This design comes from an exercise in tuning for small area, a short achievable clock period and few clock cycles on the open sky130 flow, not from production work.
Function was checked by simulation only, so behaviour that the tests miss may differ from the original.
Power is estimated from default activity; no workload was simulated.

==> exp/zinc <==
Design adeger_core, start of the top module:
module adeger_core (
    input  wire        clk,
    input  wire        rst,
    input  wire        run,
    input  wire [15:0] entry,
    output wire [1:0]  state,
    output wire [3:0]  fault_cause,
    output wire [15:0] fault_pc,
    output wire [31:0] fault_word,
    output wire        imem_en,
    output wire [9:0]  imem_addr,
    input  wire [31:0] imem_rdata,
    output wire        dmem_en,
    output wire        dmem_we,
    output wire [8:0]  dmem_addr,
    output wire [47:0] dmem_wdata,
    input  wire [47:0] dmem_rdata,
    output wire        evt_valid,
    output wire [13:0] evt_code
);
export LEC_CHECK = 0
export CAP_MARGIN = 40
export CORE_MARGIN = 2
export CORE_UTILIZATION = 40
export PLACE_DENSITY = 0.6
export SLEW_MARGIN = 30
create_clock -name core_clock -period 12.0 [get_ports {clk}]
standard.sh (not shown) runs the stock make flow with config.mk's settings and CLKGATE_MAP_FILE= SYNTH_SCRIPT=/design/flow/synth_recipe.tcl, a recipe that flattens the netlist after the stock synthesis.
==> flow/flow/run.sh <==
#!/bin/bash
# The standard layout with its constraints, with these changes to how it is
# made: no full/half-adder cell extraction in synthesis (ABC maps the
# adders), timing repair aims further below the clock period (setup margin),
# the resizer may swap a cell for one of another footprint, and the port
# buffers are buf_4 cells.
set -o pipefail
bash standard.sh SETUP_SLACK_MARGIN=7 MATCH_CELL_FOOTPRINT=0 ADDER_MAP_FILE= \
    'BUFFER_PORTS_ARGS=-buffer_cell sky130_fd_sc_hd__buf_4' finish > standard.log 2>&1
==> exp/tundra (differences from exp/zinc) <==
==> flow/flow/run.sh (replaced) <==
#!/bin/bash
# The standard layout with its constraints, with these changes to how it is
# made: timing repair aims further below the clock period (setup margin) and
# works on the worst 5% of the endpoints below that margin, the resizer may
# swap a cell for one of another footprint, and the port buffers are buf_2
# cells.
set -o pipefail
bash standard.sh SETUP_SLACK_MARGIN=7 TNS_END_PERCENT=5 MATCH_CELL_FOOTPRINT=0 \
    'BUFFER_PORTS_ARGS=-buffer_cell sky130_fd_sc_hd__buf_2' finish > standard.log 2>&1
- CORE_UTILIZATION: 40 -> 50
- PLACE_DENSITY: 0.6 -> 0.68
==> comparison <==
- Against exp/zinc, the clock-buffer cell count of exp/tundra is higher by 6.
- Setup slack: exp/zinc is worse than exp/tundra (0.13 ns).
- In exp/tundra the clock skew is higher than in exp/zinc, by 0.0027 ns.
- Between exp/tundra and exp/zinc, the lower via count is in exp/tundra (gap about 0.8%, measured against exp/zinc).
- Sequential power: exp/tundra is larger than exp/zinc (about 1%).
- Against exp/tundra, the power of exp/zinc is lower by 1.0%.
- In exp/tundra the critical path depth is lower than in exp/zinc, by 3.
- Against exp/tundra, the maximum frequency of exp/zinc is lower by 2.3%.
Testbench counts of exp/zinc, summed over its fixed seeds: cycles 199,151.
Testbench counts of exp/tundra, summed over its fixed seeds: cycles 199,151.

---

==> trial 66: inputs <==
Starting RTL as in the previous note.
Design adeger_core, start of the top module:
module adeger_core (
    input  wire        clk,
    input  wire        rst,
    input  wire        run,
    input  wire [15:0] entry,
    output wire [1:0]  state,
    output wire [3:0]  fault_cause,
    output wire [15:0] fault_pc,
    output wire [31:0] fault_word,
    output wire        imem_en,
    output wire [9:0]  imem_addr,
    input  wire [31:0] imem_rdata,
    output wire        dmem_en,
    output wire        dmem_we,
    output wire [8:0]  dmem_addr,
    output wire [47:0] dmem_wdata,
    input  wire [47:0] dmem_rdata,
    output wire        evt_valid,
    output wire [13:0] evt_code
);
clock: 12.0 ns
lec_check: 0
cap_margin: 40
core_margin: 2
core_utilization: 40
place_density: 0.6
slew_margin: 30
==> flow/flow/run.sh <==
#!/bin/bash
# The standard layout with its constraints, with these changes to how it is
# made: timing repair aims further below the clock period (setup margin),
# timing repair works on the worst 20% of failing endpoints, the resizer may swap a cell for one of another footprint, and the port
# buffers are buf_4 cells.
set -o pipefail
bash standard.sh SETUP_SLACK_MARGIN=7 TNS_END_PERCENT=20 MATCH_CELL_FOOTPRINT=0 \
    'BUFFER_PORTS_ARGS=-buffer_cell sky130_fd_sc_hd__buf_4' finish > standard.log 2>&1
==> inputs of trial 33, as changes to trial 66 <==
==> flow/flow/run.sh (replaced) <==
#!/bin/bash
# The standard layout with its constraints, with these changes to how it is
# made: timing repair aims further below the clock period (setup margin) and
# works on the worst 10% of the endpoints below that margin, the resizer may
# swap a cell for one of another footprint, and the port buffers are buf_2
# cells.
set -o pipefail
bash standard.sh SETUP_SLACK_MARGIN=7 TNS_END_PERCENT=10 MATCH_CELL_FOOTPRINT=0 \
    'BUFFER_PORTS_ARGS=-buffer_cell sky130_fd_sc_hd__buf_2' finish > standard.log 2>&1
==> inputs of trial 11, as changes to trial 66 <==
==> flow/flow/run.sh (replaced) <==
#!/bin/bash
# The standard layout with its constraints, with these changes to how it is
# made: timing repair aims further below the clock period (setup margin) and
# works on the worst 10% of the endpoints below that margin, the resizer may
# swap a cell for one of another footprint, and the port buffers are buf_2
# cells.
set -o pipefail
bash standard.sh SETUP_SLACK_MARGIN=7 TNS_END_PERCENT=10 MATCH_CELL_FOOTPRINT=0 \
    'BUFFER_PORTS_ARGS=-buffer_cell sky130_fd_sc_hd__buf_2' finish > standard.log 2>&1
--- a/flow/config.mk
+++ b/flow/config.mk
@@ -9,4 +9,4 @@
 export CORE_MARGIN = 2
-export CORE_UTILIZATION = 40
-export PLACE_DENSITY = 0.6
+export CORE_UTILIZATION = 55
+export PLACE_DENSITY = 0.72
 export SLEW_MARGIN = 30
==> inputs of build 36, as changes to trial 66 <==
==> flow/flow/run.sh (replaced) <==
#!/bin/bash
# The standard layout with its constraints, with these changes to how it is
# made: timing repair aims further below the clock period (setup margin),
# the resizer may swap a cell for one of another footprint, and the port
# buffers are buf_4 cells.
set -o pipefail
bash standard.sh SETUP_SLACK_MARGIN=7 MATCH_CELL_FOOTPRINT=0 \
    'BUFFER_PORTS_ARGS=-buffer_cell sky130_fd_sc_hd__buf_4' finish > standard.log 2>&1
==> qor summary <==
Number of global-route vias before repair: build 36 60600; trial 11 59700; trial 66 60400; trial 33 60500
Buffers inserted during post-CTS setup optimization: build 36 191; trial 11 102; trial 66 158; trial 33 161
Signal buffers share of area: build 36 0.0990; trial 11 0.0690; trial 66 0.0886; trial 33 0.0793
Pin count of the biggest net entering global routing: build 36 69; trial 11 73; trial 66 105; trial 33 62
Worst-path clk slew: build 36 60 ps; trial 11 70 ps; trial 66 70 ps; trial 33 60 ps
IR drop worst, VDD: build 36 0.176 mV; trial 11 0.149 mV; trial 66 0.164 mV; trial 33 0.134 mV
Routing usage on met2: build 36 0.543; trial 11 0.676; trial 66 0.552; trial 33 0.543
Number of clock buffer instances in the layout: build 36 162; trial 11 140; trial 66 132; trial 33 144
Detail Placement HPWL: build 36 213 mm; trial 11 202 mm; trial 66 217 mm; trial 33 217 mm
Clock network power: build 36 4.29 mW; trial 11 3.95 mW; trial 66 4.26 mW; trial 33 3.96 mW
Internal Power: build 36 8.40 mW; trial 11 8.01 mW; trial 66 8.35 mW; trial 33 8.05 mW
Placed cell count: build 36 8430; trial 11 7762; trial 66 8452; trial 33 8456
Iteration-0 DRC Markers: build 36 13600; trial 11 14800; trial 66 12700; trial 33 12800
Leakage: build 36 31.4 nW; trial 11 29.4 nW; trial 66 30.6 nW; trial 33 30.0 nW
Area of combinational cells with multiple inputs: build 36 34500 sq um; trial 11 32900 sq um; trial 66 33500 sq um; trial 33 33000 sq um
Placement row count: build 36 152; trial 11 129; trial 66 152; trial 33 152
Combinational cell power: build 36 2.91 mW; trial 11 2.55 mW; trial 66 2.74 mW; trial 33 2.67 mW
Routed wire length: build 36 355 mm; trial 11 319 mm; trial 66 352 mm; trial 33 347 mm
Number of antenna repair diodes: build 36 13; trial 11 12; trial 66 9; trial 33 18
Switching power total: build 36 4.01 mW; trial 11 3.70 mW; trial 66 3.88 mW; trial 33 3.80 mW
Path length in cells of the critical path: build 36 16; trial 11 16; trial 66 14; trial 33 12
Run status: build 36 no timing/DRC/antenna violations; trial 11 no timing/DRC/antenna violations; trial 66 no timing/DRC/antenna violations; trial 33 no timing/DRC/antenna violations
Switching share of total power: build 36 0.323; trial 11 0.316; trial 66 0.317; trial 33 0.321
Critical-path top delay cell: build 36 a211o_4; trial 11 nor2_1; trial 66 nand4_1; trial 33 a222oi_1
Met2 wire length: build 36 142 mm; trial 11 128 mm; trial 66 143 mm; trial 33 142 mm
First-pass iteration count of the detailed router: build 36 11; trial 11 13; trial 66 10; trial 33 12
Clock tree cell share of total cell area: build 36 0.0520; trial 11 0.0508; trial 66 0.0530; trial 33 0.0501
Testbench counts of trial 66, summed over its fixed seeds: cycles 199,151.
Testbench counts of trial 33, summed over its fixed seeds: cycles 199,151.
Testbench counts of trial 11, summed over its fixed seeds: cycles 199,151.
Testbench counts of build 36, summed over its fixed seeds: cycles 199,151.

-- re-timing with driven ports --
The flow's constraints put no driver on any port. The routed layouts listed below were extracted and timed again, unchanged, in two steps.
Step 1, drivers: a clkbuf_16 drives clk and a buf_2 each remaining input, both assumed.
Step 2 moves the port delays by t, midway between the first and last clock arrival at a register: inputs arrive t later, outputs are due t later. That takes back most of the time a late clock gives input paths.
Three values: no drivers, after step 1, after step 2; two values: the first two.
| run | shift t [ns] | setup WS [ns] | hold WS [ns] | worst register clock-pin slew, ns | worst data-port slew with drivers (ns) |
|---|---|---|---|---|---|
| exp/zinc | 0.867 | 6.455 / 6.490 / 5.623 | 0.439 / 0.439 / 0.439 | 0.09 / 0.09 | 0.20 |
| exp/tundra | 0.856 | 6.585 / 6.507 / 5.652 | 0.433 / 0.433 / 0.433 | 0.07 / 0.07 | 0.24 |
| trial 66 | 0.856 | 6.685 / 6.716 / 5.868 | 0.426 / 0.426 / 0.426 | 0.07 / 0.07 | 0.17 |
| trial 33 | 0.865 | 6.555 / 6.543 / 5.678 | 0.426 / 0.426 / 0.426 | 0.07 / 0.07 | 0.18 |
| trial 11 | 0.848 | 6.532 / 6.521 / 5.673 | 0.443 / 0.443 / 0.443 | 0.07 / 0.07 | 0.23 |
| build 36 | 0.901 | 6.680 / 6.609 / 5.708 | 0.424 / 0.424 / 0.424 | 0.08 / 0.08 | 0.27 |
After both steps every run listed still meets setup and hold. The setup slack of build 36, which loses most, moves by -0.071 ns with the drivers and by -0.972 ns with both steps.
